Context: an optimization exercise on an open-source flow, tuned for small area, a short achievable clock period and few clock cycles. The choices shown serve that exercise and are no tape-out recipe.
The RTL was checked by simulation tests, not by an equivalence proof against the original design.
Power is estimated from default activity; no workload was simulated.

==> job 7588: inputs <==
// crc_block
module crc_block (
    input  wire        clk,
    input  wire        rst_n,
    input  wire        bus_valid,
    input  wire        bus_write,
    input  wire [11:0] bus_addr,
    input  wire [1:0]  bus_size,
    input  wire [31:0] bus_wdata,
    output wire        bus_ready,
    output reg         bus_rvalid,
    output wire [31:0] bus_rdata,
    output wire        irq_crc
);
make LEC_CHECK=0 CAP_MARGIN=30 CORE_MARGIN=2 CORE_UTILIZATION=50 PLACE_DENSITY=0.6 SLEW_MARGIN=40 finish   # period 14.0 ns
run.sh (not shown) runs the stock make flow with config.mk's settings and CLKGATE_MAP_FILE= SYNTH_SCRIPT=/design/flow/synth_recipe.tcl, a recipe that flattens the netlist after the stock synthesis.
==> job 7444 (differences from job 7588) <==
--- a/flow/design.v
+++ b/flow/design.v
@@ -649,36 +649,41 @@
     reg         p_n1, p_n2, p_n4;      
     reg         p_sel_ok;    
     reg         p_cfg_ok;    
     reg         p_z8, p_z16, p_z32;    
     reg         p_wd;        
     reg  [3:0]  p_clr;       
-    reg         p_gv;        
+    reg         p_wd1, p_wd2, p_wd4;   
     always @(posedge clk) begin
         p_dec    <= dec;
         p_wdata  <= bus_wdata;
         p_n1     <= bus_size == 2'd0;
         p_n2     <= bus_size == 2'd1;
         p_n4     <= bus_size[1];
         p_sel_ok <= bus_wdata[31:2] == 30'd0;
         p_cfg_ok <= bus_wdata[2:0] <= 3'd4;
         p_z8     <= bus_wdata[31:8] == 24'd0;
         p_z16    <= bus_wdata[31:16] == 16'd0;
         p_z32    <= bus_wdata == 32'd0;
-        p_gv     <= dec[8] || dec[10];
         if (!rst_n) begin
             p_wr       <= 1'b0;
             p_wd       <= 1'b0;
+            p_wd1      <= 1'b0;
+            p_wd2      <= 1'b0;
+            p_wd4      <= 1'b0;
             p_clr      <= 4'd0;
             p_nrd      <= 1'b1;
             p_half     <= 1'b0;
             ready_q    <= 1'b1;
             bus_rvalid <= 1'b0;
         end else begin
             p_wr       <= take && bus_write;
             p_wd       <= take && bus_write && dec[7];
+            p_wd1      <= take && bus_write && dec[7] && bus_size == 2'd0;
+            p_wd2      <= take && bus_write && dec[7] && bus_size == 2'd1;
+            p_wd4      <= take && bus_write && dec[7] && bus_size[1];
             p_clr      <= (take && bus_write && dec[2]) ? bus_wdata[3:0] : 4'd0;
             p_nrd      <= !(take && !bus_write);
             p_half     <= take && bus_write && dec[7] && bus_size == 2'd1;
             ready_q    <= !(take && bus_write && dec[7] && bus_size == 2'd1);
             bus_rvalid <= take && !bus_write;
         end
@@ -733,13 +738,15 @@
     reg  [23:0] a_cnt;
     reg  [63:0] a_val;           
     reg  [4:0]  f_rv;    
     reg  [3:0]  f_xm;    
     reg         f_chz;   
     reg         f_nrf;   
-    reg         f_eq1, f_eq2, f_eq4;   
+    reg         f_e1, f_e2, f_e4;      
+    reg  [4:0]  q_rv;    
+    reg  [2:0]  q_xr;    
     wire        s_xo [0:2], s_io [0:2], s_rf [0:2], s_en [0:2];
     wire [2:0]  s_poly [0:2], s_act [0:2];
     wire [31:0] s_ctx [0:2], s_stg [0:2];
     wire [23:0] s_cnt [0:2];
     wire [63:0] s_val [0:2];
     wire a8  = (a_act == 3'd0);
@@ -768,17 +775,16 @@
         .y4_0(y4_0), .y4_1(y4_1), .y4_2(y4_2), .y4_3(y4_3), .y4_4(y4_4),
         .y1_0(y1_0), .y1_1(y1_1), .y1_2(y1_2), .y1_3(y1_3), .y1_4(y1_4)
     );
     wire        c_lt   = f_chz && ((p_n1 && a_cnt[2:0] == 3'd0) ||
                                    (p_n2 && a_cnt[2:1] == 2'd0) ||
                                    (p_n4 && a_cnt[2] == 1'b0));
-    wire        c_eq   = (p_n1 && f_eq1) || (p_n2 && f_eq2) || (p_n4 && f_eq4);
     wire [2:0]  nbytes    = p_n1 ? 3'd1 : p_n2 ? 3'd2 : 3'd4;
     wire        data_over = a_en && c_lt;
     wire        data_ok   = w_data && !data_over;
-    wire        done_set  = w_data && a_en && c_eq;
+    wire        done_set  = (p_wd1 && f_e1) || (p_wd2 && f_e2) || (p_wd4 && f_e4);
     wire        fold_now  = rst_n && (data_ok || pend);
     wire        word      = !pend && p_n4;
     wire [4:0]  pa = {a_act == 3'd4, a_act == 3'd3, a_act == 3'd2, a_act == 3'd1, a_act == 3'd0};
     wire [4:0]  s4 = pa & {5{fold_now &&  word}};
     wire [4:0]  s1 = pa & {5{fold_now && !word}};
     wire [63:0] folded =
@@ -851,23 +857,27 @@
         end
     end
     wire n8  = (n_act == 3'd0);
     wire n16 = (n_act == 3'd1);
     wire n32 = (n_act == 3'd2) || (n_act == 3'd3);
     wire n64 = n_act[2];
+    wire [4:0] f_rv_n = {!n_rf && n64, !n_rf && n32, !n_rf && n16, !n_rf && n8, n_rf};
+    wire [3:0] f_xm_n = {n_xo && n64, n_xo && (n32 || n64), n_xo && !n8, n_xo};
     always @(posedge clk) begin
         {a_xo, a_io, a_rf, a_poly, a_act, a_ctx, a_en, a_cnt, a_stg} <=
             {n_xo, n_io, n_rf, n_poly, n_act, n_ctx, n_en, n_cnt, n_stg};
         a_val <= fold_now ? folded : n_val;
-        f_rv  <= {!n_rf && n64, !n_rf && n32, !n_rf && n16, !n_rf && n8, n_rf};
-        f_xm  <= {n_xo && n64, n_xo && (n32 || n64), n_xo && !n8, n_xo};
+        f_rv  <= f_rv_n;
+        f_xm  <= f_xm_n;
+        q_rv  <= f_rv_n & {5{take && !bus_write && (dec[8] || dec[10])}};
+        q_xr  <= f_xm_n[2:0] & {3{take && !bus_write && dec[10]}};
         f_chz <= n_cnt[23:3] == 21'd0;
         f_nrf <= !n_rf;
-        f_eq1 <= n_cnt == 24'd1;
-        f_eq2 <= n_cnt == 24'd2;
-        f_eq4 <= n_cnt == 24'd4;
+        f_e1  <= n_en && n_cnt == 24'd1;
+        f_e2  <= n_en && n_cnt == 24'd2;
+        f_e4  <= n_en && n_cnt == 24'd4;
     end
     genvar g;
     generate
         for (g = 0; g < 3; g = g + 1) begin : g_slot
             reg        xo, io, rf, en;
             reg [2:0]  poly, act;
@@ -923,22 +933,22 @@
             if (r_rlo)
                 res_hi_copy <= res_true[63:32];
             pend      <= data_ok && p_n2;
             pend_byte <= p_wdata[15:8];
         end
     end
-    wire [4:0]  c_rv = f_rv & {5{p_gv}};
+    wire [4:0]  c_rv = q_rv;
     reg  [31:0] rd_val, rd_xor;
     always @* begin
         for (b = 0; b < 32; b = b + 1) begin
             rd_val[b] = (c_rv[0] & a_val[b]) |
                         (b < 8  ? c_rv[1] & a_val[7-b]  : 1'b0) |
                         (b < 16 ? c_rv[2] & a_val[15-b] : 1'b0) |
                         (c_rv[3] & a_val[31-b]) |
                         (c_rv[4] & a_val[63-b]);
-            rd_xor[b] = p_dec[10] & (b < 8 ? f_xm[0] : b < 16 ? f_xm[1] : f_xm[2]);
+            rd_xor[b] = b < 8 ? q_xr[0] : b < 16 ? q_xr[1] : q_xr[2];
         end
     end
     assign bus_rdata = rd_xor ^ (
         rd_val |
         ({32{p_dec[0]}}  & {30'd0, sel}) |
         ({32{p_dec[1]}}  & {31'd0, err_range}) |
==> qor.yml <==
cells_and_area:
  final_area_um2: 57900
  fin_util_pct: 55.9
  final_cells: 7376
sta:
  max_freq_mhz: 154
  relSlewSlack_pct: 31.5
  hold_slack_ps: 463
pwr:
  intPower_mw: 5.58
synth:
  synth_area_leaders: "dfxtp_1, xnor2_1, nand2_1, a21boi_0, xor2_1"
  synth_commonest_cells: "nand2_1, xnor2_1, dfxtp_1"
  syn-cell-area_um2: 52200
status:
  status: "timing/DRC/antenna clean"
global_route:
  grt_max_degree: 250
Source of the figures above: job 7588

==> qor.yml <==
status:
  status: "timing/DRC/antenna clean"
synth:
  synth_area_leaders: "dfxtp_1, xnor2_1, nand2_1, a21oi_1, xor2_1"
sta:
  max_freq_mhz: 164
  hold_slack_ps: 453
  relSlewSlack_pct: 31.4
routing:
  wl_per_cell_um: 35.0
pwr:
  intPower_mw: 5.54
cells_and_area:
  fin_util_pct: 56.4
  final_cells: 7361
global_route:
  grt_max_degree: 191
setup_path:
  crit_buf_inv: 4
Source of the figures above: job 7444

Testbench counts of job 7588, summed over its fixed seeds: cycles 7,521.
Testbench counts of job 7444, summed over its fixed seeds: cycles 7,521.

==> job 4512: inputs <==
crc_block, a different RTL version from the one above (not shown whole).
Settings: LEC_CHECK=0, CAP_MARGIN=30, CORE_MARGIN=2, CORE_UTILIZATION=30, PLACE_DENSITY=0.5, SLEW_MARGIN=40; clock period 14.0 ns.
==> inputs of job 1880, as changes to job 4512 <==
--- a/flow/design.v
+++ b/flow/design.v
@@ -633,56 +633,74 @@
     assign dec[5]  = unit_page && waddr[3:0] == 4'h2;     
     assign dec[6]  = unit_page && waddr[3:0] == 4'h3;     
     assign dec[7]  = unit_page && waddr[3:0] == 4'h4;     
     assign dec[8]  = unit_page && waddr[3:0] == 4'h5;     
     assign dec[9]  = unit_page && waddr[3:0] == 4'h6;     
     assign dec[10] = unit_page && waddr[3:0] == 4'h7;     
     assign dec[11] = unit_page && waddr[3:0] == 4'h8;     
     reg         p_half;      
+    reg         ready_q;     
     wire        take = bus_valid && !p_half;
-    assign bus_ready = !p_half;
-    reg         p_wr, p_rd;
+    assign bus_ready = ready_q;
+    reg         p_wr;
+    reg         p_nrd;       
+    wire        p_rd = !p_nrd;
     reg  [11:0] p_dec;
     reg  [31:0] p_wdata;
     reg         p_n1, p_n2, p_n4;      
     reg         p_sel_ok;    
     reg         p_cfg_ok;    
     reg         p_z8, p_z16, p_z32;    
+    reg         p_wd;        
+    reg  [3:0]  p_clr;       
+    reg         p_wd1, p_wd2, p_wd4;   
     always @(posedge clk) begin
         p_dec    <= dec;
         p_wdata  <= bus_wdata;
         p_n1     <= bus_size == 2'd0;
         p_n2     <= bus_size == 2'd1;
         p_n4     <= bus_size[1];
         p_sel_ok <= bus_wdata[31:2] == 30'd0;
         p_cfg_ok <= bus_wdata[2:0] <= 3'd4;
         p_z8     <= bus_wdata[31:8] == 24'd0;
         p_z16    <= bus_wdata[31:16] == 16'd0;
         p_z32    <= bus_wdata == 32'd0;
         if (!rst_n) begin
             p_wr       <= 1'b0;
-            p_rd       <= 1'b0;
+            p_wd       <= 1'b0;
+            p_wd1      <= 1'b0;
+            p_wd2      <= 1'b0;
+            p_wd4      <= 1'b0;
+            p_clr      <= 4'd0;
+            p_nrd      <= 1'b1;
             p_half     <= 1'b0;
+            ready_q    <= 1'b1;
             bus_rvalid <= 1'b0;
         end else begin
             p_wr       <= take && bus_write;
-            p_rd       <= take && !bus_write;
+            p_wd       <= take && bus_write && dec[7];
+            p_wd1      <= take && bus_write && dec[7] && bus_size == 2'd0;
+            p_wd2      <= take && bus_write && dec[7] && bus_size == 2'd1;
+            p_wd4      <= take && bus_write && dec[7] && bus_size[1];
+            p_clr      <= (take && bus_write && dec[2]) ? bus_wdata[3:0] : 4'd0;
+            p_nrd      <= !(take && !bus_write);
             p_half     <= take && bus_write && dec[7] && bus_size == 2'd1;
+            ready_q    <= !(take && bus_write && dec[7] && bus_size == 2'd1);
             bus_rvalid <= take && !bus_write;
         end
     end
     wire w_sel   = p_wr && p_dec[0];
     wire w_err   = p_wr && p_dec[1];
     wire w_done  = p_wr && p_dec[2];
     wire w_cfg   = p_wr && p_dec[3];
     wire w_ctx   = p_wr && p_dec[4];
     wire w_start = p_wr && p_dec[5];
     wire w_count = p_wr && p_dec[6];
-    wire w_data  = p_wr && p_dec[7];
+    wire w_data  = p_wd;
     wire w_vlo   = p_wr && p_dec[8];
     wire w_vhi   = p_wr && p_dec[9];
     wire r_vlo   = p_rd && p_dec[8];
     wire r_rlo   = p_rd && p_dec[10];
     function [7:0] rev8(input [7:0] a);
         integer i;
         for (i = 0; i < 8; i = i + 1) rev8[i] = a[7-i];
     endfunction
@@ -718,35 +736,33 @@
     reg  [2:0]  a_poly, a_act;
     reg  [31:0] a_ctx, a_stg;
     reg  [23:0] a_cnt;
     reg  [63:0] a_val;           
     reg  [4:0]  f_rv;    
     reg  [3:0]  f_xm;    
     reg         f_chz;   
     reg         f_nrf;   
+    reg         f_e1, f_e2, f_e4;      
+    reg  [4:0]  q_rv;    
+    reg  [2:0]  q_xr;    
     wire        s_xo [0:2], s_io [0:2], s_rf [0:2], s_en [0:2];
     wire [2:0]  s_poly [0:2], s_act [0:2];
     wire [31:0] s_ctx [0:2], s_stg [0:2];
     wire [23:0] s_cnt [0:2];
     wire [63:0] s_val [0:2];
     wire a8  = (a_act == 3'd0);
     wire a16 = (a_act == 3'd1);
     wire a64 = a_act[2];
-    reg  [63:0] val_true, res_true;
+    reg  [63:32] val_true, res_true;
     integer b;
     always @* begin
-        for (b = 0; b < 64; b = b + 1) begin
-            val_true[b] = (f_rv[0] & a_val[b]) |
-                          (b < 8  ? f_rv[1] & a_val[7-b]  : 1'b0) |
-                          (b < 16 ? f_rv[2] & a_val[15-b] : 1'b0) |
-                          (b < 32 ? f_rv[3] & a_val[31-b] : 1'b0) |
-                          (f_rv[4] & a_val[63-b]);
-            res_true[b] = val_true[b] ^ (b < 8 ? f_xm[0] : b < 16 ? f_xm[1] :
-                                         b < 32 ? f_xm[2] : f_xm[3]);
+        for (b = 32; b < 64; b = b + 1) begin
+            val_true[b] = (f_rv[0] & a_val[b]) | (f_rv[4] & a_val[63-b]);
+            res_true[b] = val_true[b] ^ f_xm[3];
         end
     end
     wire [31:0] dw  = f_nrf ? {rev8(p_wdata[31:24]), rev8(p_wdata[23:16]),
                                rev8(p_wdata[15:8]),  rev8(p_wdata[7:0])} : p_wdata;
     wire [7:0]  fb  = pend ? pend_byte : p_wdata[7:0];
     wire [7:0]  db  = f_nrf ? rev8(fb) : fb;
     wire [63:0] x4  = a_val ^ {32'd0, dw};
     wire [63:0] x1  = a_val ^ {56'd0, db};
@@ -757,23 +773,20 @@
     crc_unit u_eng (
         .x4(x4), .x1(x1),
         .y4_0(y4_0), .y4_1(y4_1), .y4_2(y4_2), .y4_3(y4_3), .y4_4(y4_4),
         .y1_0(y1_0), .y1_1(y1_1), .y1_2(y1_2), .y1_3(y1_3), .y1_4(y1_4)
     );
     wire        c_lt   = f_chz && ((p_n1 && a_cnt[2:0] == 3'd0) ||
                                    (p_n2 && a_cnt[2:1] == 2'd0) ||
                                    (p_n4 && a_cnt[2] == 1'b0));
-    wire        c_eq   = f_chz && ((p_n1 && a_cnt[2:0] == 3'd1) ||
-                                   (p_n2 && a_cnt[2:0] == 3'd2) ||
-                                   (p_n4 && a_cnt[2:0] == 3'd4));
     wire [2:0]  nbytes    = p_n1 ? 3'd1 : p_n2 ? 3'd2 : 3'd4;
     wire        data_over = a_en && c_lt;
     wire        data_ok   = w_data && !data_over;
-    wire        done_set  = w_data && a_en && c_eq;
+    wire        done_set  = (p_wd1 && f_e1) || (p_wd2 && f_e2) || (p_wd4 && f_e4);
     wire        fold_now  = rst_n && (data_ok || pend);
     wire        word      = !pend && p_n4;
     wire [4:0]  pa = {a_act == 3'd4, a_act == 3'd3, a_act == 3'd2, a_act == 3'd1, a_act == 3'd0};
     wire [4:0]  s4 = pa & {5{fold_now &&  word}};
     wire [4:0]  s1 = pa & {5{fold_now && !word}};
     wire [63:0] folded =
         ({64{s4[0]}} & {56'd0, y4_0}) | ({64{s1[0]}} & {56'd0, y1_0}) |
         ({64{s4[1]}} & {48'd0, y4_1}) | ({64{s1[1]}} & {48'd0, y1_1}) |
@@ -789,19 +802,20 @@
     wire        do_cfg   = w_cfg && !cfg_bad;
     wire        do_flip  = do_cfg && (p_wdata[4] != a_rf);
     wire        do_start = w_start && p_wdata[0];
     wire        do_vlo   = w_vlo && !a64 && !lo_bad;
     wire        do_vhi   = w_vhi && a64;
     wire        do_swap  = w_sel && !sel_bad && (p_wdata[1:0] != sel);
     wire [63:0] start_mask = wmask(a_poly);
     wire [63:0] wr_true = do_start ? ({32'd0, a_ctx} & start_mask) :
-                          do_vhi   ? {p_wdata, a_stg} : {32'd0, p_wdata};
+                          do_vhi   ? {p_wdata, a_stg} :
+                          do_flip  ? a_val : {32'd0, p_wdata};
     wire [2:0]  wr_poly = do_start ? a_poly : a_act;
-    wire [63:0] wr_eng  = (a_rf ? wr_true : revw(wr_poly, wr_true)) ^
+    wire [63:0] wr_eng  = ((a_rf && !do_flip) ? wr_true : revw(wr_poly, wr_true)) ^
                           ((do_start && a_io) ? start_mask : 64'd0);
     wire [2:0]  to_slot = (p_wdata[1:0] == 2'd0) ? loc0 : (p_wdata[1:0] == 2'd1) ? loc1 :
                           (p_wdata[1:0] == 2'd2) ? loc2 : loc3;
     function [161:0] pick(input [2:0] oh, input [161:0] a, input [161:0] b, input [161:0] c);
         pick = ({162{oh[0]}} & a) | ({162{oh[1]}} & b) | ({162{oh[2]}} & c);
     endfunction
     wire [161:0] s_all0 = {s_xo[0], s_io[0], s_rf[0], s_poly[0], s_act[0], s_ctx[0], s_en[0], s_cnt[0], s_val[0], s_stg[0]};
     wire [161:0] s_all1 = {s_xo[1], s_io[1], s_rf[1], s_poly[1], s_act[1], s_ctx[1], s_en[1], s_cnt[1], s_val[1], s_stg[1]};
@@ -833,34 +847,39 @@
                 n_cnt = p_wdata[23:0];
             end else if (data_ok && a_en) begin
                 n_cnt = a_cnt - {21'd0, nbytes};
                 if (done_set)
                     n_en = 1'b0;
             end
             if (w_vlo && a64)
                 n_stg = p_wdata;
-            if (do_flip)
-                n_val = revw(a_act, a_val);
-            else if (do_start || do_vlo || do_vhi)
+            if (do_flip || do_start || do_vlo || do_vhi)
                 n_val = wr_eng;
         end
     end
     wire n8  = (n_act == 3'd0);
     wire n16 = (n_act == 3'd1);
     wire n32 = (n_act == 3'd2) || (n_act == 3'd3);
     wire n64 = n_act[2];
+    wire [4:0] f_rv_n = {!n_rf && n64, !n_rf && n32, !n_rf && n16, !n_rf && n8, n_rf};
+    wire [3:0] f_xm_n = {n_xo && n64, n_xo && (n32 || n64), n_xo && !n8, n_xo};
     always @(posedge clk) begin
         {a_xo, a_io, a_rf, a_poly, a_act, a_ctx, a_en, a_cnt, a_stg} <=
             {n_xo, n_io, n_rf, n_poly, n_act, n_ctx, n_en, n_cnt, n_stg};
         a_val <= fold_now ? folded : n_val;
-        f_rv  <= {!n_rf && n64, !n_rf && n32, !n_rf && n16, !n_rf && n8, n_rf};
-        f_xm  <= {n_xo && n64, n_xo && (n32 || n64), n_xo && !n8, n_xo};
+        f_rv  <= f_rv_n;
+        f_xm  <= f_xm_n;
+        q_rv  <= f_rv_n & {5{take && !bus_write && (dec[8] || dec[10])}};
+        q_xr  <= f_xm_n[2:0] & {3{take && !bus_write && dec[10]}};
         f_chz <= n_cnt[23:3] == 21'd0;
         f_nrf <= !n_rf;
+        f_e1  <= n_en && n_cnt == 24'd1;
+        f_e2  <= n_en && n_cnt == 24'd2;
+        f_e4  <= n_en && n_cnt == 24'd4;
     end
     genvar g;
     generate
         for (g = 0; g < 3; g = g + 1) begin : g_slot
             reg        xo, io, rf, en;
             reg [2:0]  poly, act;
             reg [31:0] ctx, stg;
             reg [23:0] cnt;
@@ -874,17 +893,17 @@
                     ctx <= a_ctx; en <= a_en; cnt <= a_cnt; val <= a_val; stg <= a_stg;
                 end
             end
             assign s_xo[g] = xo;  assign s_io[g] = io;  assign s_rf[g] = rf;  assign s_en[g] = en;
             assign s_poly[g] = poly;  assign s_act[g] = act;  assign s_ctx[g] = ctx;
             assign s_stg[g] = stg;  assign s_cnt[g] = cnt;  assign s_val[g] = val;
         end
     endgenerate
-    wire [3:0] done_kept = done & ~(w_done ? p_wdata[3:0] : 4'd0);
+    wire [3:0] done_kept = done & ~p_clr;
     assign irq_crc = (|done_kept) || done_set;
     always @(posedge clk) begin
         if (!rst_n) begin
             sel         <= 2'd0;
             loc0        <= 3'b001;
             loc1        <= 3'b001;
             loc2        <= 3'b010;
             loc3        <= 3'b100;
@@ -912,20 +931,31 @@
             if (r_vlo)
                 val_hi_copy <= val_true[63:32];
             if (r_rlo)
                 res_hi_copy <= res_true[63:32];
             pend      <= data_ok && p_n2;
             pend_byte <= p_wdata[15:8];
         end
     end
-    assign bus_rdata =
+    wire [4:0]  c_rv = q_rv;
+    reg  [31:0] rd_val, rd_xor;
+    always @* begin
+        for (b = 0; b < 32; b = b + 1) begin
+            rd_val[b] = (c_rv[0] & a_val[b]) |
+                        (b < 8  ? c_rv[1] & a_val[7-b]  : 1'b0) |
+                        (b < 16 ? c_rv[2] & a_val[15-b] : 1'b0) |
+                        (c_rv[3] & a_val[31-b]) |
+                        (c_rv[4] & a_val[63-b]);
+            rd_xor[b] = b < 8 ? q_xr[0] : b < 16 ? q_xr[1] : q_xr[2];
+        end
+    end
+    assign bus_rdata = rd_xor ^ (
+        rd_val |
         ({32{p_dec[0]}}  & {30'd0, sel}) |
         ({32{p_dec[1]}}  & {31'd0, err_range}) |
         ({32{p_dec[2]}}  & {28'd0, done}) |
         ({32{p_dec[3]}}  & {25'd0, a_xo, a_io, a_rf, 1'b0, a_poly}) |
         ({32{p_dec[4]}}  & a_ctx) |
         ({32{p_dec[6]}}  & {a_en, 7'd0, a_cnt}) |
-        ({32{p_dec[8]}}  & val_true[31:0]) |
         ({32{p_dec[9]}}  & val_hi_copy) |
-        ({32{p_dec[10]}} & res_true[31:0]) |
-        ({32{p_dec[11]}} & res_hi_copy);
+        ({32{p_dec[11]}} & res_hi_copy));
 endmodule
==> flow/flow/run.sh (new file) <==
#!/bin/bash
# The standard layout (standard.sh: standard synthesis, floorplan, placement, CTS,
# routing), with the timing repair asked to leave 9 ns of setup slack at the design's
# 14 ns clock instead of stopping at 0. The SDC and the clock period are unchanged.
set -euo pipefail
cd "$(dirname "$0")/.."
bash standard.sh SETUP_SLACK_MARGIN=9 finish > flow_make.log 2>&1
==> flow/standard.sh (new file) <==
#!/bin/bash
# synth_recipe.tcl (not shown) runs the flow's synth.tcl, then flattens the netlist and writes it again
# the make line also repeats each setting of config.mk as NAME=value (left out here)
make -C /OpenROAD-flow-scripts/flow DESIGN_CONFIG=/design/flow/config.mk WORK_HOME=/design/flow/orfs CLKGATE_MAP_FILE= SYNTH_SCRIPT=/design/flow/synth_recipe.tcl "${@:-finish}"
==> flow/config.mk (replaced) <==
export PLATFORM = sky130hd
export DESIGN_NAME = crc_block
export DESIGN_NICKNAME = crc_block
export VERILOG_FILES = /design/flow/design.v
export SDC_FILE = /design/flow/constraint.sdc
export NUM_CORES = 4
export LEC_CHECK = 0
export CAP_MARGIN = 30
export CORE_MARGIN = 2
export CORE_UTILIZATION = 50
export PLACE_DENSITY = 0.6
export SLEW_MARGIN = 40
removed: flow/run.sh
==> notes <==
- Utilization: job 1880 is higher than job 4512 (23 points).
- Sequential power: job 4512 is lower than job 1880 (about 2%).
- Against job 1880, the non-clock buffer count of job 4512 is lower by 65.
- In job 4512 the sequential share of layout area is lower than in job 1880, by 1.6 points.
Testbench counts of job 4512, summed over its fixed seeds: cycles 7,521.
Testbench counts of job 1880, summed over its fixed seeds: cycles 7,521.

re-timing with driven ports:
Ports are ideal in the flow. The routed layouts listed here were re-timed in OpenROAD.
Step 1 (the two cells are an assumption about what drives the block):
set clk [get_ports {clk}]
set_driving_cell -lib_cell sky130_fd_sc_hd__clkbuf_16 $clk
set_driving_cell -lib_cell sky130_fd_sc_hd__buf_2 [delete_from_list [all_inputs] $clk]
Step 2, shift: input delay + t, output delay - t, t = (earliest + latest rising clock arrival at the registers) / 2. This alone moves slack from input paths to output paths.
Three values: no drivers, after step 1, after step 2; two values: the first two.
run | t (ns) | setup WS [ns] | hold WS [ns] | worst register clock-pin slew, ns
job 7588 | 0.753 | 7.508 / 7.433 / 7.690 | 0.463 / 0.463 / 0.463 | 0.08 / 0.08
job 7444 | 0.768 | 7.912 / 7.857 / 7.198 | 0.453 / 0.453 / 0.453 | 0.09 / 0.09
job 4512 | 0.792 | 7.442 / 7.369 / 7.863 | 0.425 / 0.425 / 0.425 | 0.07 / 0.07
job 1880 | 0.746 | 8.654 / 8.582 / 8.353 | 0.452 / 0.452 / 0.452 | 0.07 / 0.07
After both steps setup and hold are still met in every run listed. For job 7444, which loses most, drivers alone change the setup slack by -0.055 ns; drivers and shift together by -0.714 ns.
